This design comes from an exercise in tuning for small area, a short achievable clock period and few clock cycles per item on the open sky130 flow, not from production work.
At most, simulation tests tie the RTL to the original design; equivalence was not proved.
Function not checked in runs 2 and 3: the RTL went through the layout flow alone.

**flow/flow/run.sh**
```bash
#!/bin/bash
# The standard layout with these changes: ADDER_MAP_FILE= SETUP_SLACK_MARGIN=24 'BUFFER_PORTS_ARGS=-buffer_cell sky130_fd_sc_hd__buf_2'
set -euo pipefail
bash standard.sh ADDER_MAP_FILE= SETUP_SLACK_MARGIN=24 'BUFFER_PORTS_ARGS=-buffer_cell sky130_fd_sc_hd__buf_2' finish > standard.log 2>&1
```
**flow/standard.sh**
```bash
#!/bin/bash
# synth_recipe.tcl (not shown) runs the flow's synth.tcl, then flattens the netlist and writes it again
# the make line also repeats each setting of config.mk as NAME=value (left out here)
make -C /OpenROAD-flow-scripts/flow DESIGN_CONFIG=/design/flow/config.mk WORK_HOME=/design/flow/orfs CLKGATE_MAP_FILE= SYNTH_SCRIPT=/design/flow/synth_recipe.tcl "${@:-finish}"
```
**flow/config.mk**
```make
export PLATFORM = sky130hd
export DESIGN_NAME = kiln_pe
export DESIGN_NICKNAME = kiln_pe
export VERILOG_FILES = /design/flow/design.v
export SDC_FILE = /design/flow/constraint.sdc
export NUM_CORES = 4
export LEC_CHECK = 0
export ABC_AREA = 1
export CAP_MARGIN = 20
export CORE_MARGIN = 2
export CORE_UTILIZATION = 40
export SLEW_MARGIN = 20
```
**flow/constraint.sdc**
```tcl
create_clock -name core_clock -period 32.0 [get_ports {clk}]
set_input_delay 6.4000 -clock core_clock [delete_from_list [all_inputs] [get_ports {clk}]]
set_output_delay 6.4000 -clock core_clock [all_outputs]
set_load 0.01 [all_outputs]
```
**flow/design.v**
```verilog
module kiln_pe_lzc #(
    parameter W  = 24,
    parameter CW = 5
) (
    input  wire [W-1:0]  x,
    output wire [CW-1:0] cnt
);
    localparam G = (W + 3) / 4;
    wire [4*G-1:0] xp = {x, {(4*G-W){1'b1}}};
    wire [G-1:0]   nz;
    wire [2*G-1:0] gl;
    genvar i;
    generate
        for (i = 0; i < G; i = i + 1) begin : g_grp
            wire [3:0] q = xp[4*G-1-4*i -: 4];
            assign nz[i] = |q;
            assign gl[2*i +: 2] = q[3] ? 2'd0 : q[2] ? 2'd1 : q[1] ? 2'd2 : 2'd3;
        end
    endgenerate
    reg [4:0] hi;
    reg [1:0] lo;
    integer k;
    always @* begin
        hi = G[4:0];
        lo = 2'd0;
        for (k = G - 1; k >= 0; k = k - 1)
            if (nz[k]) begin
                hi = k[4:0];
                lo = gl[2*k +: 2];
            end
    end
    wire [6:0] full = {hi, lo};
    assign cnt = full[CW-1:0];
endmodule
module kiln_pe_cadd #(
    parameter W = 28
) (
    input  wire [W-1:0] x,
    input  wire [W-1:0] y,
    output wire [W-1:0] s0,
    output wire [W-1:0] s1
);
    localparam L = (W > 32) ? 6 : (W > 16) ? 5 : (W > 8) ? 4 : (W > 4) ? 3 : (W > 2) ? 2 : 1;
    wire [W-1:0] p = x ^ y;
    wire [W-1:0] gg [0:L];
    wire [W-1:0] pp [0:L];
    assign gg[0] = x & y;
    assign pp[0] = p;
    genvar l, i;
    generate
        for (l = 0; l < L; l = l + 1) begin : g_lvl
            for (i = 0; i < W; i = i + 1) begin : g_bit
                if (i >= (1 << l)) begin : g_op
                    assign gg[l+1][i] = gg[l][i] | (pp[l][i] & gg[l][i - (1 << l)]);
                    assign pp[l+1][i] = pp[l][i] & pp[l][i - (1 << l)];
                end else begin : g_pass
                    assign gg[l+1][i] = gg[l][i];
                    assign pp[l+1][i] = pp[l][i];
                end
            end
        end
    endgenerate
    wire [W-1:0] c0 = {gg[L][W-2:0], 1'b0};
    wire [W-1:0] c1 = {gg[L][W-2:0] | pp[L][W-2:0], 1'b1};
    assign s0 = p ^ c0;
    assign s1 = p ^ c1;
endmodule
module kiln_pe_tzc11 (
    input  wire [10:0] x,
    output reg  [3:0]  cnt
);
    integer i;
    always @* begin
        cnt = 4'd11;
        for (i = 10; i >= 0; i = i - 1)
            if (x[i]) cnt = i[3:0];
    end
endmodule
module kiln_pe_fpdec (
    input  wire [3:0]        fmt,
    input  wire [15:0]       x,
    input  wire [7:0]        scale,
    output reg               sign,
    output reg  [10:0]       sig,
    output reg  [7:0]        ee,
    output reg               is_inf,
    output reg               is_nan,
    output reg               is_zero
);
    reg [7:0]        e;       
    reg signed [9:0] k;       
    reg              lns;
    always @* begin
        sign    = 1'b0;
        sig     = 11'd0;
        e       = 8'd0;
        k       = 10'sd0;
        is_inf  = 1'b0;
        is_nan  = 1'b0;
        is_zero = 1'b0;
        lns     = 1'b0;
        case (fmt)
            4'h0: begin  
                sign = x[7];
                sig  = {x[7] ? 8'd0 - x[7:0] : x[7:0], 3'd0};
            end
            4'h1: begin  
                sig  = {x[7:0], 3'd0};
            end
            4'h7: begin  
                sign   = x[15];
                e      = {3'd0, x[14:10]};
                sig    = {(x[14:10] != 5'd0), x[9:0]};
                k      = -10'sd77;
                is_inf = (x[14:10] == 5'h1F) && (x[9:0] == 10'd0);
                is_nan = (x[14:10] == 5'h1F) && (x[9:0] != 10'd0);
            end
            4'h8: begin  
                sign   = x[15];
                e      = x[14:7];
                sig    = {(x[14:7] != 8'd0), x[6:0], 3'd0};
                k      = -10'sd189;
                is_inf = (x[14:7] == 8'hFF) && (x[6:0] == 7'd0);
                is_nan = (x[14:7] == 8'hFF) && (x[6:0] != 7'd0);
            end
            4'h9: begin  
                sign   = x[7];
                e      = {4'd0, x[6:3]};
                sig    = {(x[6:3] != 4'd0), x[2:0], 7'd0};
                k      = -10'sd69;
                is_nan = (x[6:0] == 7'h7F);
            end
            4'hA: begin  
                sign   = x[7];
                e      = {3'd0, x[6:2]};
                sig    = {(x[6:2] != 5'd0), x[1:0], 8'd0};
                k      = -10'sd77;
                is_inf = (x[6:2] == 5'h1F) && (x[1:0] == 2'd0);
                is_nan = (x[6:2] == 5'h1F) && (x[1:0] != 2'd0);
            end
            4'hC: begin  
                lns     = 1'b1;
                sign    = x[5];
                sig     = {6'd0, x[4:0]};
                is_nan  = (x[5:0] == 6'h30);
                is_zero = (x[5:0] == 6'h10);
            end
            default: begin  
                sign   = x[3];
                e      = {6'd0, x[2:1]};
                sig    = {(x[2:1] != 2'd0), x[0], 9'd0};
                k      = -10'sd63;
            end
        endcase
        ee = (e == 8'd0) ? 8'd1 : e;
        if (lns)
            ee = 8'd0;
        else
            is_zero = (sig == 11'd0) && !is_inf && !is_nan;
        if (scale == 8'hFF) begin
            is_nan  = 1'b1;
            is_inf  = 1'b0;
            is_zero = 1'b0;
        end
    end
endmodule
module kiln_pe_fmtk (
    input  wire [3:0]        fmt,
    output reg  signed [9:0] k
);
    always @* begin
        case (fmt)
            4'h7:    k = -10'sd77;
            4'h8:    k = -10'sd189;
            4'h9:    k = -10'sd69;
            4'hA:    k = -10'sd77;
            4'hB:    k = -10'sd63;
            default: k = 10'sd0;
        endcase
    end
endmodule
module kiln_pe (
    input  wire        clk,
    input  wire        rst,           
    input  wire        in_valid,      
    input  wire        in_first,      
    input  wire        in_last,       
    input  wire [3:0]  fmt_a,
    input  wire [3:0]  fmt_b,
    input  wire [15:0] a,
    input  wire [15:0] b,
    input  wire [7:0]  scale_a,
    input  wire [7:0]  scale_b,
    input  wire [31:0] in_init,       
    output reg         out_valid,
    output wire [31:0] out_acc,
    output wire        out_knv,       
    output wire        out_kof,       
    output wire        out_iov        
);
    localparam [31:0] QNAN = 32'h7FC0_0000;
    wire               da_s, db_s, da_inf, db_inf, da_nan, db_nan, da_z, db_z;
    wire [10:0]        da_sig, db_sig;
    wire [7:0]         da_e, db_e;
    kiln_pe_fpdec u_deca (
        .fmt(fmt_a), .x(a), .scale(scale_a), .sign(da_s), .sig(da_sig), .ee(da_e),
        .is_inf(da_inf), .is_nan(da_nan), .is_zero(da_z)
    );
    kiln_pe_fpdec u_decb (
        .fmt(fmt_b), .x(b), .scale(scale_b), .sign(db_s), .sig(db_sig), .ee(db_e),
        .is_inf(db_inf), .is_nan(db_nan), .is_zero(db_z)
    );
    wire d_int  = (fmt_a[3:1] == 3'b000);
    wire d_lns  = (fmt_a == 4'hC);
    reg               r_v, r_f, r_l;
    reg               r_int, r_lns, ra_s, rb_s, ra_inf, rb_inf, ra_nan, rb_nan, ra_z, rb_z;
    reg [10:0]        r_siga, r_sigb;
    reg [3:0]         r_fa, r_fb;
    reg [7:0]         r_ea, r_eb, r_sa, r_sb;
    reg [31:0]        r_init;
    always @(posedge clk) begin
        if (rst) begin
            r_v <= 1'b0;
            r_f <= 1'b0;
            r_l <= 1'b0;
        end else begin
            r_v <= in_valid;
            r_f <= in_valid & in_first;
            r_l <= in_valid & in_last;
        end
        r_int  <= d_int;
        r_lns  <= d_lns;
        ra_s   <= da_s;
        rb_s   <= db_s;
        ra_inf <= da_inf;
        rb_inf <= db_inf;
        ra_nan <= da_nan;
        rb_nan <= db_nan;
        ra_z   <= da_z;
        rb_z   <= db_z;
        r_siga <= da_sig;
        r_sigb <= db_sig;
        r_fa   <= fmt_a;
        r_fb   <= fmt_b;
        r_ea   <= da_e;
        r_eb   <= db_e;
        r_sa   <= scale_a;
        r_sb   <= scale_b;
        r_init <= in_init;
    end
    wire [21:0] fsig = r_siga * r_sigb;
    wire r_gnan = !ra_nan && !rb_nan && ((ra_inf && rb_z) || (ra_z && rb_inf));
    wire r_nan  = ra_nan || rb_nan || r_gnan;
    wire r_inf  = !r_nan && (ra_inf || rb_inf);
    wire r_zero = ra_z || rb_z;
    wire r_s    = (ra_s ^ rb_s) && !(r_lns && r_zero);
    wire signed [9:0] ka, kb;
    kiln_pe_fmtk u_ka (.fmt(r_fa), .k(ka));
    kiln_pe_fmtk u_kb (.fmt(r_fb), .k(kb));
    wire signed [10:0] r_xa = $signed({3'd0, r_ea}) + $signed({3'd0, r_sa}) + ka;
    wire signed [10:0] r_xb = $signed({3'd0, r_eb}) + $signed({3'd0, r_sb}) + kb;
    wire [3:0] lza, lzb, tza, tzb;
    kiln_pe_lzc #(.W(11), .CW(4)) u_lza (.x(r_siga), .cnt(lza));
    kiln_pe_lzc #(.W(11), .CW(4)) u_lzb (.x(r_sigb), .cnt(lzb));
    kiln_pe_tzc11 u_tza (.x(r_siga), .cnt(tza));
    kiln_pe_tzc11 u_tzb (.x(r_sigb), .cnt(tzb));
    wire signed [5:0] lq = {r_siga[4], r_siga[4:0]} + {r_sigb[4], r_sigb[4:0]};
    reg  [23:0]       lm;
    reg  [4:0]        ltz;
    always @* begin
        case (lq[1:0])
            2'd0:    begin lm = 24'h80_0000; ltz = 5'd23; end
            2'd1:    begin lm = 24'h98_37F0; ltz = 5'd4;  end
            2'd2:    begin lm = 24'hB5_04F3; ltz = 5'd0;  end
            default: begin lm = 24'hD7_44FD; ltz = 5'd0;  end
        endcase
    end
    wire [23:0]        u_m  = r_lns ? lm : {2'b00, fsig};
    wire signed [10:0] base = r_xa + r_xb
                            + (r_lns ? $signed({{7{lq[5]}}, lq[5:2]}) - 11'sd127 : 11'sd0);
    wire [4:0]         lzab = r_lns ? 5'd0 : {1'b0, lza} + {1'b0, lzb} + 5'd2;
    wire signed [10:0] t    = base - 11'sd1 - $signed({6'd0, lzab});
    wire [4:0]         s1   = !t[10] ? lzab : base[4:0] - 5'd1;
    wire [23:0]        v    = u_m << s1;
    wire               one  = !v[23] && (t > 11'sd0);
    wire [23:0]        n_m  = one ? {v[22:0], 1'b0} : v;
    wire signed [10:0] e0   = t[10] ? 11'sd1 : t + 11'sd1;
    wire [8:0]         e0s  = (e0 > 11'sd256) ? 9'd256 : e0[8:0];
    wire [8:0]         e1s  = (t > 11'sd256) ? 9'd256 : t[8:0];
    wire [8:0]         n_e  = one ? e1s : e0s;
    wire [10:0] rsh = 11'sd1 - base;
    wire [4:0]  rs  = (rsh > 11'd26) ? 5'd27 : rsh[4:0];
    wire [26:0] dn  = {u_m, 3'b000} >> rs;
    wire [5:0]  utz = r_lns ? {1'b0, ltz} : {2'b0, tza} + {2'b0, tzb};
    wire        dst = {1'b0, rs} > utz + 6'd3;
    reg         p_s;
    reg [23:0]  p_m;
    reg [8:0]   p_e;
    reg [2:0]   p_t;
    always @* begin
        p_s = r_s;
        p_t = 3'd0;
        if (base < 11'sd1) begin
            p_m = dn[26:3];
            p_t = {dn[2:1], dn[0] | dst};
            p_e = 9'd1;
        end else begin
            p_m = n_m;
            p_e = n_e;
        end
        if (r_zero) begin
            p_m = 24'd0;
            p_e = 9'd0;
            p_t = 3'd0;
        end
        if (r_int)
            p_m = {8'd0, fsig[21:6]};
        if (!r_v) begin
            p_s = 1'b1;
            p_m = 24'd0;
            p_e = 9'd0;
            p_t = 3'd0;
        end
    end
    wire p_nan  = r_v & r_nan;
    wire p_gnan = r_v & r_gnan;
    wire p_inf  = r_v & r_inf;
    wire is_int = r_int;
    reg        q_v, q_f, q_l, q_int;
    reg        q_s, q_nan, q_gnan, q_inf;
    reg [23:0] q_m;
    reg [8:0]  q_e;
    reg [2:0]  q_t;
    always @(posedge clk) begin
        if (rst) begin
            q_v <= 1'b0;
            q_f <= 1'b0;
            q_l <= 1'b0;
        end else begin
            q_v <= r_v;
            q_f <= r_f;
            q_l <= r_l;
        end
        if (r_v)
            q_int <= is_int;
        q_s    <= p_s;
        q_nan  <= p_nan;
        q_gnan <= p_gnan;
        q_inf  <= p_inf;
        q_m    <= p_m;
        q_e    <= p_e;
        q_t    <= p_t;
    end
    reg [31:0] acc, res;
    reg        acc_h;         
    reg        knv, kof, iov;
    wire [32:0] isum = {acc[31], acc} + {{16{q_s}}, {1'b0, q_m[15:0]} ^ {17{q_s}}} + {32'd0, q_s};
    wire        iovf = isum[32] ^ isum[31];
    wire        a_s   = acc[31];
    wire [7:0]  a_ef  = acc[30:23];
    wire        a_sub = !acc_h;
    wire        a_max = (a_ef == 8'hFF);
    wire        a_nan = a_max && (acc[22:0] != 23'd0);
    wire        a_inf = a_max && (acc[22:0] == 23'd0);
    wire [8:0]  a_e   = {1'b0, a_ef[7:1], a_ef[0] | a_sub};
    wire [26:0] A     = {!a_sub, acc[22:0], 3'd0};
    wire [26:0] P     = {q_m, q_t};
    wire        sub   = a_s ^ q_s;
    wire [9:0]  d_pa  = {1'b0, q_e} - {1'b0, a_e};
    wire [9:0]  d_ap  = {1'b0, a_e} - {1'b0, q_e};
    wire        pgt   = d_ap[9];             
    wire        agt   = d_pa[9];             
    wire        near  = sub && ((d_pa == 10'd0) || (d_pa == 10'd1) || (d_pa == 10'h3FF));
    wire [8:0]  x_e   = pgt ? q_e : a_e;
    wire        f_xs  = pgt ? q_s : a_s;
    wire [26:0] f_x   = pgt ? P : A;
    wire [26:0] f_y   = pgt ? A : P;
    wire [9:0]  d     = pgt ? d_pa : d_ap;
    wire [4:0]  ash   = (d > 10'd26) ? 5'd27 : d[4:0];
    reg  [26:0] yal;
    reg         yst;
    integer     k;
    always @* begin
        yal = f_y;
        yst = 1'b0;
        for (k = 0; k < 5; k = k + 1)
            if (ash[k]) begin
                yst = yst | |(yal & ((27'd1 << (1 << k)) - 27'd1));
                yal = yal >> (1 << k);
            end
    end
    wire [26:0] f_ya  = {yal[26:1], yal[0] | yst};
    wire [27:0] fsum  = {1'b0, f_x} + ({1'b0, f_ya} ^ {28{sub}}) + {27'd0, sub};
    wire        f_l1  = sub && !fsum[26];
    wire [23:0] f_m   = fsum[27] ? fsum[27:4] : f_l1 ? fsum[25:2] : fsum[26:3];
    wire        f_g   = fsum[27] ? fsum[3]    : f_l1 ? fsum[1]    : fsum[2];
    wire        f_st  = fsum[27] ? |fsum[2:0] : f_l1 ? fsum[0]    : |fsum[1:0];
    wire [9:0]  f_e   = fsum[27] ? {1'b0, x_e} + 10'd1 : f_l1 ? {1'b0, x_e} - 10'd1 : {1'b0, x_e};
    wire [26:0] n_x   = agt ? A : P;
    wire [26:0] n_y   = pgt ? {1'b0, A[26:1]} : agt ? {1'b0, P[26:2], P[1] | P[0]} : A;
    wire [27:0] n_s0, n_s1;
    kiln_pe_cadd #(.W(28)) u_nadd (.x({1'b0, n_x}), .y(~{1'b0, n_y}), .s0(n_s0), .s1(n_s1));
    wire        n_neg = n_s1[27];
    wire [26:0] nd    = n_neg ? ~n_s0[26:0] : n_s1[26:0];
    wire        n_s   = (n_neg || agt) ? a_s : q_s;
    wire [26:0] lcap;
    genvar gk;
    generate
        for (gk = 0; gk < 27; gk = gk + 1) begin : g_lcap
            assign lcap[gk] = (x_e == 9'd27 - gk);
        end
    endgenerate
    wire [4:0]  nn_lz;
    kiln_pe_lzc #(.W(27), .CW(5)) u_lzs (.x(nd | lcap), .cnt(nn_lz));
    wire [26:0] nl    = nd << nn_lz;
    wire [9:0]  nn_e  = {1'b0, x_e} - {5'd0, nn_lz};
    wire [23:0] o_m   = near ? nl[26:3] : f_m;
    wire        o_g   = near ? nl[2]    : f_g;
    wire        o_st  = near ? |nl[1:0] : f_st;
    wire [9:0]  o_e   = near ? nn_e     : f_e;
    wire        o_zero = near ? (nd == 27'd0) : (fsum == 28'd0);
    wire        o_s   = o_zero ? (a_s & q_s) : near ? n_s : f_xs;
    wire        up    = o_g & (o_st | o_m[0]);
    wire [7:0]  o_ef  = o_m[23] ? o_e[7:0] : 8'd0;
    wire [30:0] rbase = {o_ef, o_m[22:0]};
    wire [30:0] rinc  = rbase + 31'd1;
    wire [30:0] rnd   = up ? rinc : rbase;
    wire        ones  = &o_m[22:0];
    wire        big   = o_m[23] && (o_e >= 10'd255);
    wire        ovf   = big || (o_m[23] && (o_e == 10'd254) && ones && up);
    reg [31:0] f_res;
    reg        f_nv, f_of, f_h;
    always @* begin
        f_h  = 1'b1;
        f_nv = 1'b0;
        f_of = 1'b0;
        if (q_nan || a_nan) begin
            f_res = QNAN;
            f_nv  = q_gnan && !a_nan;
        end else if (a_inf && q_inf && (a_s != q_s)) begin
            f_res = QNAN;
            f_nv  = 1'b1;
        end else if (a_inf || q_inf) begin
            f_res = {a_inf ? a_s : q_s, 8'hFF, 23'd0};
        end else if (big) begin
            f_res = {o_s, 8'hFF, 23'd0};
            f_of  = 1'b1;
        end else begin
            f_res = {o_s, rnd};
            f_of  = ovf;
            f_h   = o_m[23] | (ones & up);
        end
    end
    wire [31:0] nxt = q_int ? isum[31:0] : f_res;
    always @(posedge clk) begin
        res <= nxt;
        acc <= r_f ? r_init : nxt;
        acc_h <= r_f ? (r_init[30:23] != 8'd0) : f_h;
        if (q_int) begin
            knv <= 1'b0;
            kof <= 1'b0;
            iov <= (q_f ? 1'b0 : iov) | iovf;
        end else begin
            knv <= (q_f ? 1'b0 : knv) | f_nv;
            kof <= (q_f ? 1'b0 : kof) | f_of;
            iov <= 1'b0;
        end
    end
    always @(posedge clk) begin
        if (rst)
            out_valid <= 1'b0;
        else
            out_valid <= q_v & q_l;
    end
    assign out_acc = res;
    assign out_knv = knv;
    assign out_kof = kof;
    assign out_iov = iov;
endmodule
```
==> results of run 1 <==
==> worst min path at each step <==
stage / start / end / slack [ps]
4_1_cts: r_l / q_l / 410
3_3_place_gp: q_l / out_valid / 400
2_1_floorplan: r_l / q_l / 390
6_report: r_l / q_l / 410
5_1_grt: r_l / q_l / 430
3_5_place_dp: r_l / q_l / 400
==> Yosys cell counts (all sizes together), types with 15 or more instances <==
library cell,n
dfxtp,219
a21boi,27
buf,117
o22ai,26
nand3,946
nand3b,32
clkbuf,92
nor3,51
a21oi,219
nand2,2663
o21ai,357
a31oi,24
inv,820
xor2,136
nor4,32
nor2,687
nand4,142
xnor2,66
and2,15
or2,64
o211ai,30
==> per-stage QoR <==
step	utilization (%)	cell area, um^2	std cells	hold slack (ps)
floorplan	-	34700	6867	388
global placement	42.0	35900	7962	400
detailed placement	42.0	35900	7964	401
CTS	43.1	36900	8013	410
global route	43.8	37400	8038	429
finish	43.8	37400	8039	409
==> cells by family (layout without fill, tap and decap cells) <==
logic type	after synthesis	after routing	share of synthesized area, %
flip-flops	220	220	12.7
adder cells (fa/ha/maj)	4	4	0.116
XOR/XNOR	202	202	5.17
AND/OR/NAND/NOR	4640	4645	57.2
buffers and inverters	1037	1058	12.1
AO/OA/AOI/OAI	763	764	12.6
multiplexers	1	1	0.0289
other	0	1	0
==> layout by cell type (no fill, tap or decap), drive strengths merged, types with 26 or more instances in the layout <==
| cell | instances |
|---|---|
| nand3 | 949 |
| a21boi | 27 |
| inv | 821 |
| o22ai | 26 |
| clkbuf | 34 |
| nor4 | 32 |
| xor2 | 136 |
| xnor2 | 66 |
| nor2 | 688 |
| o211ai | 30 |
| nor3 | 51 |
| nand4 | 142 |
| o21ai | 357 |
| a21oi | 220 |
| dfxtp | 219 |
| or2 | 64 |
| nand3b | 32 |
| nand2 | 2664 |
| buf | 180 |
==> state kept, by name, summed over array words and instances, names as in the netlist, 9 cells and up <==
signal and count:
r_sigb 11, q_e 9, q_m 24, acc 32, r_init 32, res 32
r_siga 11
==> tightest hold or removal path, cell delays in order, from the launching register on <==
cell     delay [ps]
dfxtp_1         300
inv_1            40
nor2_1           30
==> timing repair <==
item,in CTS,in global routing
pin swaps,2,19
buffers inserted,4,14
hold buffers,0,0
resized for setup,13,102
endpoints found under the setup margin,69,100
cloned,1,11
==> layer usage <==
| layer | GRT usage, % | share of wire [%] |
|---|---|---|
| met5 | 0 | 0.025 |
| met4 | 16.3 | 6.2 |
| met3 | 4.17 | 8.9 |
| met2 | 51.1 | 44 |
| met1 | 39.8 | 41 |
==> final cells by class <==
type / instances / area share [%]
multi-input cells: 5616 / 70.5
flip-flops and latches: 220 / 11.8
inverters: 828 / 8.50
well taps: 1144 / 3.82
repair buffers: 183 / 3.10
clock buffers: 31 / 1.84
clock inverters: 13 / 0.398
repair inverters: 3 / 0.0401
diodes: 1 / 0.00668
==> tab_implementation.tex, run 1 <==
\begin{tabular}{lr}
\hline
Metric & Value \\
\hline
\multicolumn{2}{l}{\textbf{Critical path}} \\
\quad Endpoint arrival time on the critical path & 8290 ps \\
\quad Register-to-register setup slack & 24,510 ps \\
\quad CP Capture Type & flip-flop \\
\quad Crit path launch type & input port \\
\quad Maximum fanout along the worst path & 6 \\
\quad Data required time at the worst endpoint & 32,420 ps \\
\quad Critical path destination & rb\_nan \\
\quad R2r endpoint & acc[14] \\
\quad Cell family contributing the most delay on the critical path & simple AND/OR/NAND/NOR gates \\
\quad Crit path max-delay cell type & a21oi\_1 \\
\quad Biggest cell delay along the critical path & 250 ps \\
\quad Beginning of the worst register-to-register path & acc[29] \\
\quad Worst path buffer plus inverter count & 4 \\
\quad Crit Path Category & input port to flip-flop \\
\quad Number of logic stages on the critical path including buffering & 14 \\
\quad Ordered cell list for the critical path & buf\_2, nor2\_2, inv\_1, nor2\_1, nand2\_1, inv\_1, nand2\_1, nor3\_4, buf\_4, nand2\_1, nand3\_1, o221ai\_1, a21oi\_1, o21ai\_0 \\
\quad Worst Setup SP & b[1] \\
\quad Reg2Reg Depth & 46 \\
\quad CP dominant cell by count & nand2\_1 \\
\multicolumn{2}{l}{\textbf{Floorplan}} \\
\quad Die outline width & 298 um \\
\quad Die extent in y & 298 um \\
\quad Core area & 85,500 um\^{}2 \\
\quad Initial core utilization & 40.5\% \\
\quad Floorplan row count & 107 \\
\quad Area enclosed by the die boundary & 89,000 um\^{}2 \\
\quad I/O Pins & 129 \\
\multicolumn{2}{l}{\textbf{Global route}} \\
\quad Combined global-route utilization of all metal layers & 31.2\% \\
\quad Antenna violations before repair & 3 \\
\quad Via count of the first global-routing pass & 39,600 \\
\quad Remaining global-route overflow & 0 \\
\quad Wire length of the first global-routing pass & 223,000 um \\
\quad Maximum number of pins on one net before global-route repair & 84 \\
\multicolumn{2}{l}{\textbf{STA}} \\
\quad Worst slew margin relative to its limit & 29.3\% \\
\quad Worst setup skew after layout & 25.8 ps \\
\quad Slew @ Worst Pin & 1050 ps \\
\quad Final hold violation count & 0 \\
\quad Final min period & 7870 ps \\
\quad Setup repair after global routing missed its margin & no \\
\quad Fmax achieved & 127 MHz \\
\quad Setup TNS after final layout & 0 ps \\
\quad Final setup vio count & 0 \\
\quad Final Max Tran Viols & 0 \\
\quad Share of the clock period used by the worst path after layout & 24.6\% \\
\quad Min setup slack post-route & 24,130 ps \\
\multicolumn{2}{l}{\textbf{Cells and area}} \\
\quad Ratio of cells with drive above 1 in the final layout & 7.83\% \\
\quad Total area of sequential cells & 4420 um\^{}2 \\
\quad Multi-input logic area & 26,400 um\^{}2 \\
\quad Post-synthesis to final-layout area growth & 8.03\% \\
\quad Final nets & 6,970 \\
\quad Total of fill cells in the finished design & 9,662 \\
\multicolumn{2}{l}{\textbf{Drt}} \\
\quad Post-route ant nets & 0 \\
\quad Initial DRT Pass Iterations & 6 \\
\quad Average via count per standard cell & 5.59 \\
\quad Remaining routing DRC violations & 0 \\
\quad WL final & 148,000 um \\
\quad Final routed wire length divided by cell count & 18.4 um \\
\quad Initial drt markers & 5,508 \\
\quad DR vias & 44,900 \\
\multicolumn{2}{l}{\textbf{Flow run}} \\
\quad Count of maximum capacitance violations & 0 \\
\multicolumn{2}{l}{\textbf{Logic synthesis}} \\
\quad Area leader, netlist & nand2\_1 \\
\quad Post-synthesis average cell area & 5.05 um\^{}2 \\
\quad Flops \& latches, synth & 220 \\
\quad Main flop type after synthesis & dfxtp\_1 \\
\quad Number of enable-type register cells in the synthesized netlist & 1 \\
\quad Count of different cell masters after synthesis & 75 \\
\quad Synth warn & 7 \\
\quad Mapped Cells & 6,867 \\
\quad Post-Syn Nets & 6,960 \\
\quad Part of the Yosys area used for sequential elements & 12.7\% \\
\quad Total standard cell area after synthesis & 34,700 um\^{}2 \\
\quad Yosys top cell area share & 28.5\% \\
\quad Leading post-synthesis cells by cell area & nand2\_1 28\%, nand3\_1 13\%, dfxtp\_1 13\% \\
\quad Share of synthesized flip-flops with an asynchronous set or reset & 0\% \\
\multicolumn{2}{l}{\textbf{Clocking}} \\
\quad H-tree level count & 1 \\
\quad Clock buffers created by TritonCTS & 25 \\
\quad Source-to-sink clock delay at the later pin of the worst-skew pair & 560 ps \\
\quad Total number of clock tree sinks & 220 \\
\quad Clk slew on worst S/H paths & 60 ps \\
\quad Clock tree from TritonCTS & yes \\
\quad Clock tree buffer depth & 3 \\
\quad Root cell of the clock tree & clkbuf\_16 \\
\multicolumn{2}{l}{\textbf{Run status}} \\
\quad Run status & no timing/DRC/antenna violations \\
\multicolumn{2}{l}{\textbf{Worst hold path}} \\
\quad Min-Delay Path Depth & 2 \\
\quad Worst hold path type & flip-flop to flip-flop \\
\multicolumn{2}{l}{\textbf{Place}} \\
\quad Number of port buffers & 128 \\
\quad Global placer's final weighted congestion & 1.09 \\
\quad DP HPWL & 120,000 um \\
\quad Worst setup slack after placement & 23,100 ps \\
\hline
\end{tabular}
Testbench counts, summed over its fixed seeds: cycles 19,387, steps 19,363.
==> run 2: changes to the inputs <==
--- a/flow/design.v
+++ b/flow/design.v
@@ -76,6 +76,35 @@
             if (x[i]) cnt = i[3:0];
     end
 endmodule
+module kiln_pe_mul11 (
+    input  wire [10:0] x,
+    input  wire [10:0] y,
+    output wire [21:0] p
+);
+    wire [12:0] yb = {1'b0, y, 1'b0};    
+    wire [12:0] row [0:5];
+    wire [5:0]  neg;
+    genvar j;
+    generate
+        for (j = 0; j < 6; j = j + 1) begin : g_pp
+            wire b0 = yb[2*j];         
+            wire b1 = yb[2*j + 1];     
+            wire b2 = (2*j + 2 <= 12) ? yb[2*j + 2] : 1'b0;   
+            wire one = b0 ^ b1;
+            wire two = (b2 & ~b1 & ~b0) | (~b2 & b1 & b0);
+            assign neg[j] = b2 & ~(b1 & b0);
+            wire [11:0] mag = one ? {1'b0, x} : two ? {x, 1'b0} : 12'd0;
+            wire [12:0] r = {1'b0, mag} ^ {13{neg[j]}};
+            assign row[j] = {~r[12], r[11:0]};
+        end
+    endgenerate
+    localparam [23:0] C = 24'h0 - 24'h555000;
+    wire [23:0] sum = {11'd0, row[0]} + {9'd0, row[1], 2'd0} + {7'd0, row[2], 4'd0}
+                    + {5'd0, row[3], 6'd0} + {3'd0, row[4], 8'd0} + {1'd0, row[5], 10'd0}
+                    + {13'd0, neg[5], 1'b0, neg[4], 1'b0, neg[3], 1'b0, neg[2], 1'b0, neg[1], 1'b0, neg[0]}
+                    + C;
+    assign p = sum[21:0];
+endmodule
 module kiln_pe_fpdec (
     input  wire [3:0]        fmt,
     input  wire [15:0]       x,
@@ -248,7 +277,8 @@
         r_sb   <= scale_b;
         r_init <= in_init;
     end
-    wire [21:0] fsig = r_siga * r_sigb;
+    wire [21:0] fsig;
+    kiln_pe_mul11 u_mul (.x(r_siga), .y(r_sigb), .p(fsig));
     wire r_gnan = !ra_nan && !rb_nan && ((ra_inf && rb_z) || (ra_z && rb_inf));
     wire r_nan  = ra_nan || rb_nan || r_gnan;
     wire r_inf  = !r_nan && (ra_inf || rb_inf);
==> run 2 against run 1 <==
Compared with the run above: maximum frequency about the same; critical path type unchanged; via count up 0.81%; setup slack better by 3.3 ps; sequential share of layout area down 0.37 points; cell count up 2.2%; clock skew up 7.2 ps; wire length up 7.5%; global-route usage up 1.6 points.
==> tab_implementation.tex, run 2 <==
\begin{tabular}{lr}
\hline
Metric & Value \\
\hline
\multicolumn{2}{l}{\textbf{Run status}} \\
\quad Run status & no timing/DRC/antenna violations (unchanged) \\
\multicolumn{2}{l}{\textbf{Critical path}} \\
\quad Worst path buffer plus inverter count & 4 (unchanged) \\
\quad Crit path max-delay cell type & nor3\_4 (was a21oi\_1) \\
\quad Endpoint arrival time on the critical path & 8350 ps (was 8290 ps) \\
\quad CP Capture Type & flip-flop (unchanged) \\
\quad Data required time at the worst endpoint & 32,470 ps (was 32,420 ps) \\
\quad Maximum fanout along the worst path & 8 (was 6) \\
\quad Reg2Reg Depth & 37 (was 46) \\
\quad Number of logic stages on the critical path including buffering & 13 (was 14) \\
\quad Biggest cell delay along the critical path & 320 ps (was 250 ps) \\
\quad Ordered cell list for the critical path & buf\_2, inv\_1, nand2\_2, nor2\_2, nor3\_2, inv\_1, nor3\_4, inv\_2, nor3\_1, a31oi\_1, nor3\_1, nand4\_1, a21oi\_2 (was buf\_2, nor2\_2, inv\_1, nor2\_1, nand2\_1, inv\_1, nand2\_1, nor3\_4, buf\_4, nand2\_1, nand3\_1, o221ai\_1, a21oi\_1, o21ai\_0) \\
\quad Cell family contributing the most delay on the critical path & simple AND/OR/NAND/NOR gates (unchanged) \\
\quad Crit Path Category & input port to flip-flop (unchanged) \\
\quad Crit path launch type & input port (unchanged) \\
\multicolumn{2}{l}{\textbf{Place}} \\
\quad Worst setup slack after placement & 22,960 ps (was 23,100 ps) \\
\quad Global placer's final weighted congestion & 1.07 (was 1.09) \\
\quad Number of port buffers & 128 (unchanged) \\
\quad DP HPWL & 131,000 um (was 120,000 um) \\
\multicolumn{2}{l}{\textbf{Logic synthesis}} \\
\quad Total standard cell area after synthesis & 36,100 um\^{}2 (was 34,700 um\^{}2) \\
\quad List of most frequent post-synthesis cells & 2,506 x nand2\_1, 973 x nand3\_1, 852 x inv\_1 (was 2,629 x nand2\_1, 933 x nand3\_1, 760 x inv\_1) \\
\quad Part of the Yosys area used for sequential elements & 12.2\% (was 12.7\%) \\
\quad Post-synthesis xor/xnor area fraction & 4.34\% (was 5.17\%) \\
\quad Main combinational cell family by area after synthesis & simple AND/OR/NAND/NOR gates (unchanged) \\
\quad Mapped Cells & 7,006 (was 6,867) \\
\quad Flops \& latches, synth & 220 (unchanged) \\
\quad Simple-gate share of the synthesized area & 56.4\% (was 57.2\%) \\
\quad Post-synthesis average cell area & 5.15 um\^{}2 (was 5.05 um\^{}2) \\
\quad Post-synthesis adder-cell area fraction & 0.0555\% (was 0.116\%) \\
\quad Most common cell in the synthesized netlist & nand2\_1 (unchanged) \\
\quad Count of different cell masters after synthesis & 84 (was 75) \\
\quad Leading post-synthesis cells by cell area & nand2\_1 26\%, nand3\_1 14\%, dfxtp\_1 12\% (was nand2\_1 28\%, nand3\_1 13\%, dfxtp\_1 13\%) \\
\quad Area leader, netlist & nand2\_1 (unchanged) \\
\quad Number of enable-type register cells in the synthesized netlist & 1 (unchanged) \\
\quad Post-Syn Nets & 7,099 (was 6,960) \\
\quad Share of synthesized area spent on multiplexers & 0.0833\% (was 0.0289\%) \\
\quad Main flop type after synthesis & dfxtp\_1 (unchanged) \\
\quad Share of synthesized flip-flops with an asynchronous set or reset & 0\% (unchanged) \\
\quad Synth warn & 8 (was 7) \\
\quad Yosys top cell area share & 26.1\% (was 28.5\%) \\
\quad Post-synthesis compound-gate area fraction & 13.1\% (was 12.6\%) \\
\multicolumn{2}{l}{\textbf{Cells and area}} \\
\quad Ratio of cells with drive above 1 in the final layout & 9.41\% (was 7.83\%) \\
\quad Final nets & 7,113 (was 6,970) \\
\quad Most common cell after layout, fill and taps aside & nand2\_1 (unchanged) \\
\quad Most used cells in the layout excluding fill and tap cells & 2,503 x nand2\_1, 971 x nand3\_1, 839 x inv\_1 (was 2,620 x nand2\_1, 931 x nand3\_1, 746 x inv\_1) \\
\quad Post-synthesis to final-layout area growth & 7.09\% (was 8.03\%) \\
\quad Largest registers & acc x32, r\_init x32, res x32 (unchanged) \\
\multicolumn{2}{l}{\textbf{Worst hold path}} \\
\quad Min-Delay Path Depth & 2 (unchanged) \\
\quad Worst hold path type & flip-flop to flip-flop (unchanged) \\
\multicolumn{2}{l}{\textbf{STA}} \\
\quad Share of the clock period used by the worst path after layout & 24.6\% (about the same) \\
\quad Final min period & 7870 ps (about the same) \\
\quad Fmax achieved & 127 MHz (about the same) \\
\quad Worst setup skew after layout & 33.1 ps (was 25.8 ps) \\
\quad Min setup slack post-route & 24,130 ps (about the same) \\
\quad Final setup vio count & 0 (unchanged) \\
\quad Slew @ Worst Pin & 1090 ps (was 1050 ps) \\
\quad Final hold violation count & 0 (unchanged) \\
\quad Final Max Tran Viols & 0 (unchanged) \\
\quad Setup TNS after final layout & 0 ps (unchanged) \\
\quad Setup repair after global routing missed its margin & yes (was no) \\
\quad Worst slew margin relative to its limit & 26.8\% (was 29.3\%) \\
\multicolumn{2}{l}{\textbf{Clocking}} \\
\quad H-tree level count & 1 (unchanged) \\
\quad Clock buffers created by TritonCTS & 26 (was 25) \\
\quad Clock tree buffer depth & 3 (unchanged) \\
\quad Clk slew on worst S/H paths & 60 ps (about the same) \\
\quad Root cell of the clock tree & clkbuf\_16 (unchanged) \\
\quad Total number of clock tree sinks & 220 (unchanged) \\
\quad Clock tree from TritonCTS & yes (unchanged) \\
\quad Source-to-sink clock delay at the later pin of the worst-skew pair & 560 ps (about the same) \\
\multicolumn{2}{l}{\textbf{Floorplan}} \\
\quad Die outline width & 304 um (was 298 um) \\
\quad I/O Pins & 129 (unchanged) \\
\quad Core area & 89,700 um\^{}2 (was 85,500 um\^{}2) \\
\quad Die extent in y & 304 um (was 298 um) \\
\quad Floorplan row count & 110 (was 107) \\
\quad Initial core utilization & 40.2\% (was 40.5\%) \\
\quad Area enclosed by the die boundary & 92,600 um\^{}2 (was 89,000 um\^{}2) \\
\multicolumn{2}{l}{\textbf{Global route}} \\
\quad Wire length of the first global-routing pass & 240,000 um (was 223,000 um) \\
\quad Maximum number of pins on one net before global-route repair & 84 (unchanged) \\
\quad Via count of the first global-routing pass & 41,600 (was 39,600) \\
\quad Remaining global-route overflow & 0 (unchanged) \\
\quad Antenna violations before repair & 3 (unchanged) \\
\quad Combined global-route utilization of all metal layers & 32.8\% (was 31.2\%) \\
\multicolumn{2}{l}{\textbf{Drt}} \\
\quad Final routed wire length divided by cell count & 19.4 um (was 18.4 um) \\
\quad Remaining routing DRC violations & 0 (unchanged) \\
\quad Initial drt markers & 4,486 (was 5,508) \\
\quad DR vias & 45,300 (was 44,900) \\
\quad Initial DRT Pass Iterations & 6 (unchanged) \\
\quad Post-route ant nets & 0 (unchanged) \\
\quad Average via count per standard cell & 5.51 (was 5.59) \\
\quad WL final & 159,000 um (was 148,000 um) \\
\multicolumn{2}{l}{\textbf{Flow run}} \\
\quad Count of maximum capacitance violations & 0 (unchanged) \\
\hline
\end{tabular}
[run 2: cell types whose count changed after synthesis, sizes merged, moves of 22 or more]
cell / change
o22ai: +38
or2: -22
xnor2: -29
nand4: -23
inv: +92
nand2: -35
nand3: +60
[run 2: per-layer routing]
layer  global-route usage [%]  up-vias  part of all wire [%]
met4                     21.5        2                   7.8
li1                         -    22600                     -
met1                     38.2    20300                    39
met3                     2.74      483                   5.9
met5                        0        -                0.0044
met2                     57.7     1910                    47
[run 2: tightest hold or removal path: stages (launching register included)]
cell	delay [ps]
dfxtp_1	300
inv_1	40
nor2_1	30
[run 2: area by class of cell]
| class | count | area (um^2) |
|---|---|---|
| clock inverters | 9 | 98.8 |
| inverters | 931 | 3570 |
| clock buffers | 36 | 718 |
| flip-flops and latches | 220 | 4420 |
| repair buffers | 191 | 1180 |
| well taps | 1176 | 1470 |
| multi-input cells | 5647 | 27100 |
| fillers | 10300 | 51100 |
| diodes | 1 | 2.50 |
| repair inverters | 3 | 20.0 |
[run 2: logic make-up after synthesis]
family	count (synthesis)
and+or+nand+nor	4660
DFF	220
buffers and inverters	1144
xor gates and xnor gates	173
adders and majority gates	2
AOI/OAI and AO/OA	804
muxes	3
[run 2: repair_timing]
action,4_1_cts,5_1_grt
buffers inserted,10,21
resized for setup,33,91
hold buffers,0,0
pin swaps,7,22
cloned,3,5
setup endpoints to repair,69,104
[run 2: stage by stage]
stage               cell area [um^2]  hold WS (ps)  util, %  instances
CTS                            38100           412     42.4       8187
floorplan                      36100           388        -       7006
finish                         38600           410     43.0       8214
global placement               37000           402     41.2       8129
global route                   38600           450     43.0       8213
detailed placement             37000           400     41.2       8129
[run 2: path summary, 6_finish.rpt]
kind | start | slack (ps) | endpoint
max | fmt_b[1] | 24130 | rb_z
min | r_l | 410 | q_l
max reg2reg | acc[26] | 24480 | res[25]
min reg2reg | r_l | 410 | q_l
==> run 3: changes to the inputs <==
--- a/flow/design.v
+++ b/flow/design.v
@@ -76,35 +76,6 @@
             if (x[i]) cnt = i[3:0];
     end
 endmodule
-module kiln_pe_mul11 (
-    input  wire [10:0] x,
-    input  wire [10:0] y,
-    output wire [21:0] p
-);
-    wire [12:0] yb = {1'b0, y, 1'b0};    
-    wire [12:0] row [0:5];
-    wire [5:0]  neg;
-    genvar j;
-    generate
-        for (j = 0; j < 6; j = j + 1) begin : g_pp
-            wire b0 = yb[2*j];         
-            wire b1 = yb[2*j + 1];     
-            wire b2 = (2*j + 2 <= 12) ? yb[2*j + 2] : 1'b0;   
-            wire one = b0 ^ b1;
-            wire two = (b2 & ~b1 & ~b0) | (~b2 & b1 & b0);
-            assign neg[j] = b2 & ~(b1 & b0);
-            wire [11:0] mag = one ? {1'b0, x} : two ? {x, 1'b0} : 12'd0;
-            wire [12:0] r = {1'b0, mag} ^ {13{neg[j]}};
-            assign row[j] = {~r[12], r[11:0]};
-        end
-    endgenerate
-    localparam [23:0] C = 24'h0 - 24'h555000;
-    wire [23:0] sum = {11'd0, row[0]} + {9'd0, row[1], 2'd0} + {7'd0, row[2], 4'd0}
-                    + {5'd0, row[3], 6'd0} + {3'd0, row[4], 8'd0} + {1'd0, row[5], 10'd0}
-                    + {13'd0, neg[5], 1'b0, neg[4], 1'b0, neg[3], 1'b0, neg[2], 1'b0, neg[1], 1'b0, neg[0]}
-                    + C;
-    assign p = sum[21:0];
-endmodule
 module kiln_pe_fpdec (
     input  wire [3:0]        fmt,
     input  wire [15:0]       x,
@@ -277,8 +248,7 @@
         r_sb   <= scale_b;
         r_init <= in_init;
     end
-    wire [21:0] fsig;
-    kiln_pe_mul11 u_mul (.x(r_siga), .y(r_sigb), .p(fsig));
+    wire [21:0] fsig = r_siga * r_sigb;
     wire r_gnan = !ra_nan && !rb_nan && ((ra_inf && rb_z) || (ra_z && rb_inf));
     wire r_nan  = ra_nan || rb_nan || r_gnan;
     wire r_inf  = !r_nan && (ra_inf || rb_inf);
@@ -343,8 +313,10 @@
             p_e = 9'd0;
             p_t = 3'd0;
         end
-        if (r_int)
+        if (r_int) begin
             p_m = {8'd0, fsig[21:6]};
+            p_t = 3'd0;
+        end
         if (!r_v) begin
             p_s = 1'b1;
             p_m = 24'd0;
@@ -384,8 +356,6 @@
     reg [31:0] acc, res;
     reg        acc_h;         
     reg        knv, kof, iov;
-    wire [32:0] isum = {acc[31], acc} + {{16{q_s}}, {1'b0, q_m[15:0]} ^ {17{q_s}}} + {32'd0, q_s};
-    wire        iovf = isum[32] ^ isum[31];
     wire        a_s   = acc[31];
     wire [7:0]  a_ef  = acc[30:23];
     wire        a_sub = !acc_h;
@@ -426,22 +396,21 @@
     wire        f_g   = fsum[27] ? fsum[3]    : f_l1 ? fsum[1]    : fsum[2];
     wire        f_st  = fsum[27] ? |fsum[2:0] : f_l1 ? fsum[0]    : |fsum[1:0];
     wire [9:0]  f_e   = fsum[27] ? {1'b0, x_e} + 10'd1 : f_l1 ? {1'b0, x_e} - 10'd1 : {1'b0, x_e};
-    wire [26:0] n_x   = agt ? A : P;
+    wire [34:0] A_x   = {q_int ? acc[31:23] : {8'd0, acc_h}, acc[22:0], 3'd0};
+    wire [34:0] n_x   = (agt || q_int) ? A_x : {8'd0, P};
     wire [26:0] n_y   = pgt ? {1'b0, A[26:1]} : agt ? {1'b0, P[26:2], P[1] | P[0]} : A;
-    wire [27:0] n_s0, n_s1;
-    kiln_pe_cadd #(.W(28)) u_nadd (.x({1'b0, n_x}), .y(~{1'b0, n_y}), .s0(n_s0), .s1(n_s1));
-    wire        n_neg = n_s1[27];
+    wire [35:0] n_b   = q_int ? ({9'd0, P} ^ {36{q_s}}) : ~{9'd0, n_y};
+    wire [35:0] n_s0, n_s1;
+    kiln_pe_cadd #(.W(36)) u_nadd (.x({1'b0, n_x}), .y(n_b), .s0(n_s0), .s1(n_s1));
+    wire        n_neg = n_s1[35];
     wire [26:0] nd    = n_neg ? ~n_s0[26:0] : n_s1[26:0];
     wire        n_s   = (n_neg || agt) ? a_s : q_s;
-    wire [26:0] lcap;
-    genvar gk;
-    generate
-        for (gk = 0; gk < 27; gk = gk + 1) begin : g_lcap
-            assign lcap[gk] = (x_e == 9'd27 - gk);
-        end
-    endgenerate
-    wire [4:0]  nn_lz;
-    kiln_pe_lzc #(.W(27), .CW(5)) u_lzs (.x(nd | lcap), .cnt(nn_lz));
+    wire [31:0] isum  = q_s ? n_s1[34:3] : n_s0[34:3];
+    wire        iovf  = (acc[31] == q_s) && (isum[31] != acc[31]);
+    wire [4:0]  nl_lz;
+    kiln_pe_lzc #(.W(27), .CW(5)) u_lzs (.x(nd), .cnt(nl_lz));
+    wire [8:0]  x_e1  = x_e - 9'd1;
+    wire [4:0]  nn_lz = (x_e1 < {4'd0, nl_lz}) ? x_e1[4:0] : nl_lz;
     wire [26:0] nl    = nd << nn_lz;
     wire [9:0]  nn_e  = {1'b0, x_e} - {5'd0, nn_lz};
     wire [23:0] o_m   = near ? nl[26:3] : f_m;
@@ -481,7 +450,7 @@
             f_h   = o_m[23] | (ones & up);
         end
     end
-    wire [31:0] nxt = q_int ? isum[31:0] : f_res;
+    wire [31:0] nxt = q_int ? isum : f_res;
     always @(posedge clk) begin
         res <= nxt;
         acc <= r_f ? r_init : nxt;
==> run 3 against run 2 <==
Compared with the run above: utilization grew 4.7 points; die area is 8.5% lower; hold slack worse by 5.6 ps; sequential share of layout area is essentially flat; setup slack got worse by 140 ps; critical path depth grew 1; wire length shrank 3.2%; non-clock buffer count grew 136.
==> tab_implementation.tex, run 3 <==
\begin{tabular}{lr}
\hline
Metric & Value \\
\hline
\multicolumn{2}{l}{\textbf{Clocking}} \\
\quad Clock tree from TritonCTS & yes (unchanged) \\
\quad Root cell of the clock tree & clkbuf\_16 (unchanged) \\
\quad Total number of clock tree sinks & 220 (unchanged) \\
\quad Clock tree buffer depth & 3 (unchanged) \\
\quad Source-to-sink clock delay at the later pin of the worst-skew pair & 570 ps (was 560 ps) \\
\quad Clock buffers created by TritonCTS & 25 (was 26) \\
\quad Clk slew on worst S/H paths & 60 ps (about the same) \\
\quad Hold-fix buffers, CTS & 0 (unchanged) \\
\quad H-tree level count & 1 (unchanged) \\
\multicolumn{2}{l}{\textbf{Critical path}} \\
\quad Register-to-register setup slack & 24,170 ps (was 24,480 ps) \\
\quad CP Capture Type & flip-flop (unchanged) \\
\quad Crit Path Category & input port to flip-flop (unchanged) \\
\quad Crit path launch type & input port (unchanged) \\
\quad Endpoint arrival time on the critical path & 8500 ps (was 8350 ps) \\
\quad Maximum fanout along the worst path & 2 (was 8) \\
\quad Data required time at the worst endpoint & 32,490 ps (was 32,470 ps) \\
\multicolumn{2}{l}{\textbf{Logic synthesis}} \\
\quad Mapped Cells & 6,366 (was 7,006) \\
\quad List of most frequent post-synthesis cells & 2,233 x nand2\_1, 719 x nand3\_1, 702 x inv\_1 (was 2,506 x nand2\_1, 973 x nand3\_1, 852 x inv\_1) \\
\quad Main flop type after synthesis & dfxtp\_1 (unchanged) \\
\quad Number of enable-type register cells in the synthesized netlist & 1 (unchanged) \\
\quad Post-Syn Nets & 6,459 (was 7,099) \\
\quad Area leader, netlist & nand2\_1 (unchanged) \\
\quad Share of synthesized area spent on multiplexers & 0.0608\% (was 0.0833\%) \\
\quad Synth warn & 7 (was 8) \\
\quad Main combinational cell family by area after synthesis & simple AND/OR/NAND/NOR gates (unchanged) \\
\quad Post-synthesis adder-cell area fraction & 0.0911\% (was 0.0555\%) \\
\quad Total standard cell area after synthesis & 33,000 um\^{}2 (was 36,100 um\^{}2) \\
\quad Most common cell in the synthesized netlist & nand2\_1 (unchanged) \\
\quad Count of different cell masters after synthesis & 73 (was 84) \\
\quad Share of synthesized flip-flops with an asynchronous set or reset & 0\% (unchanged) \\
\quad Post-synthesis average cell area & 5.18 um\^{}2 (was 5.15 um\^{}2) \\
\quad Part of the Yosys area used for sequential elements & 13.4\% (was 12.2\%) \\
\quad Simple-gate share of the synthesized area & 51.5\% (was 56.4\%) \\
\quad Leading post-synthesis cells by cell area & nand2\_1 25\%, dfxtp\_1 13\%, nand3\_1 11\% (was nand2\_1 26\%, nand3\_1 14\%, dfxtp\_1 12\%) \\
\quad Post-synthesis compound-gate area fraction & 17.0\% (was 13.1\%) \\
\quad Flops \& latches, synth & 220 (unchanged) \\
\quad Yosys top cell area share & 25.4\% (was 26.1\%) \\
\quad Post-synthesis xor/xnor area fraction & 6.03\% (was 4.34\%) \\
\multicolumn{2}{l}{\textbf{STA}} \\
\quad Setup TNS after final layout & 0 ps (unchanged) \\
\quad Fmax achieved & 125 MHz (was 127 MHz) \\
\quad Final hold violation count & 0 (unchanged) \\
\quad Final Max Tran Viols & 0 (unchanged) \\
\quad Slew @ Worst Pin & 1210 ps (was 1090 ps) \\
\quad Worst setup skew after layout & 23.5 ps (was 33.1 ps) \\
\quad Worst slew margin relative to its limit & 18.2\% (was 26.8\%) \\
\quad Setup repair after global routing missed its margin & yes (unchanged) \\
\quad Final min period & 8010 ps (was 7870 ps) \\
\quad Final setup vio count & 0 (unchanged) \\
\quad Share of the clock period used by the worst path after layout & 25.0\% (was 24.6\%) \\
\multicolumn{2}{l}{\textbf{Drt}} \\
\quad Average via count per standard cell & 5.70 (was 5.51) \\
\quad Final routed wire length divided by cell count & 20.2 um (was 19.4 um) \\
\quad Remaining routing DRC violations & 0 (unchanged) \\
\quad Initial drt markers & 4,723 (was 4,486) \\
\quad Initial DRT Pass Iterations & 9 (was 6) \\
\quad WL final & 154,000 um (was 159,000 um) \\
\quad Post-route ant nets & 0 (unchanged) \\
\quad DR vias & 43,500 (was 45,300) \\
\multicolumn{2}{l}{\textbf{Flow run}} \\
\quad Count of maximum capacitance violations & 0 (unchanged) \\
\multicolumn{2}{l}{\textbf{Place}} \\
\quad Placed Area & 34,200 um\^{}2 (was 37,000 um\^{}2) \\
\quad Global placer's final weighted congestion & 1.01 (was 1.07) \\
\quad DP HPWL & 119,000 um (was 131,000 um) \\
\quad Number of port buffers & 128 (unchanged) \\
\multicolumn{2}{l}{\textbf{Cells and area}} \\
\quad Post-Layout Inst Area & 39,100 um\^{}2 (was 38,600 um\^{}2) \\
\quad Final Util & 47.8\% (was 43.0\%) \\
\quad Most used cells in the layout excluding fill and tap cells & 2,133 x nand2\_1, 691 x nand3\_1, 677 x inv\_1 (was 2,503 x nand2\_1, 971 x nand3\_1, 839 x inv\_1) \\
\quad Most common cell after layout, fill and taps aside & nand2\_1 (unchanged) \\
\quad Ratio of cells with drive above 1 in the final layout & 15.4\% (was 9.41\%) \\
\quad Post-synthesis to final-layout area growth & 18.6\% (was 7.09\%) \\
\quad Largest registers & acc x32, r\_init x32, res x32 (unchanged) \\
\quad Final nets & 6,620 (was 7,113) \\
\multicolumn{2}{l}{\textbf{Floorplan}} \\
\quad Floorplan row count & 105 (was 110) \\
\quad Die extent in y & 291 um (was 304 um) \\
\quad Core area & 81,800 um\^{}2 (was 89,700 um\^{}2) \\
\quad Die outline width & 291 um (was 304 um) \\
\quad Initial core utilization & 40.3\% (was 40.2\%) \\
\quad Area enclosed by the die boundary & 84,700 um\^{}2 (was 92,600 um\^{}2) \\
\quad I/O Pins & 129 (unchanged) \\
\multicolumn{2}{l}{\textbf{Global route}} \\
\quad Antenna violations before repair & 4 (was 3) \\
\quad Combined global-route utilization of all metal layers & 33.6\% (was 32.8\%) \\
\quad Remaining global-route overflow & 0 (unchanged) \\
\quad Via count of the first global-routing pass & 38,600 (was 41,600) \\
\quad Wire length of the first global-routing pass & 224,000 um (was 240,000 um) \\
\quad Maximum number of pins on one net before global-route repair & 59 (was 84) \\
\multicolumn{2}{l}{\textbf{Worst hold path}} \\
\quad Worst hold path type & flip-flop to flip-flop (unchanged) \\
\multicolumn{2}{l}{\textbf{Run status}} \\
\quad Run status & no timing/DRC/antenna violations (unchanged) \\
\hline
\end{tabular}
## run 3: cell count changes after synthesis, moves of 60 or more
cell     delta
nand2_1   -273
nand3_1   -254
inv_1     -150
o21ai_0   +125
nor2_1     -76
nand2_2    -60
## run 3: final cells by class
cell class / count / area [um^2]
Fill cell: 9037 / 42800
Multi-Input combinational cell: 5176 / 26800
Sequential cell: 220 / 4460
Inverter: 769 / 3040
Timing Repair Buffer: 327 / 2450
Tap cell: 1070 / 1340
Clock buffer: 34 / 701
Clock inverter: 11 / 186
Timing Repair inverter: 8 / 52.6
Antenna cell: 6 / 15.0
## run 3: kinds of logic (layout without fill, tap and decap cells)
family,after synthesis,count (layout)
compound gates,974,974
xor+xnor,227,227
fa+ha+maj,3,3
buf+inv,989,1149
flops,220,220
mux,2,2
other cells,0,6
simple gates,3951,3970
## run 3: worst max-delay path, stage by stage
cell	delay, ps
buf_8	100
inv_4	50
nand2_2	50
nor2_1	80
inv_1	70
nor2_2	130
buf_4	140
o21ai_0	80
nand3_1	160
o2111ai_4	190
nor4_4	310
nand2_1	100
or4_4	500
a21oi_2	140
## run 3: per-stage QoR
stage	setup slack [ps]	cells	hold WS [ps]
6_report	23990	7621	405
5_1_grt	23780	7619	425
4_1_cts	23930	7485	408
3_5_place_dp	21900	7384	399
3_3_place_gp	21890	7384	388
2_1_floorplan	23590	6366	388
## run 3: final timing paths
path                from      end  cells past startpoint
setup / recovery    a[1]     ra_z                     14
hold / removal       r_l      q_l                      2
setup reg to reg  q_e[5]  acc[21]                     59
hold reg to reg      r_l      q_l                      2
## run 3: timing repair
item	4_1_cts	5_1_grt
setup buffers	41	110
hold endpoints to repair	0	0
endpoints found under the setup margin	107	105
pin swaps	23	89
gates cloned	15	19
gates resized for setup	183	443
## run 3: metal layers
layer	vias up	part of all wire (%)	GRT usage, %
met5	-	0	0
met4	0	5.7	14.7
met3	414	9.3	4.73
met2	2224	44	55.1
met1	19800	41	43.8
li1	21000	-	-

-- what the ideal ports hide --
The results above use ideal ports. As a check the final layouts listed here were re-extracted and re-timed, cells and wires unchanged.
Step 1 sets driving cells, clkbuf_16 on the clock port and buf_2 on the other inputs (assumed; they add their load-dependent delay and slew).
Step 2 times the ports against the registers' clock, not the clock port: input delays grow and output delays shrink by t, the midpoint of the rising clock arrivals with the driver on.
a / b / c = ideal / step 1 / step 2; a / b = the first two.
run	t, ns	setup slack, ns	cell pins on the clock port's net
run 1	0.604	24.125 / 24.153 / 23.549	1
run 2	0.601	24.129 / 24.156 / 23.555	1
run 3	0.615	23.990 / 23.997 / 23.383	1
After both steps every run listed still meets setup and hold. The setup slack of run 3, which loses most, moves by +0.007 ns with the drivers and by -0.607 ns with both steps.
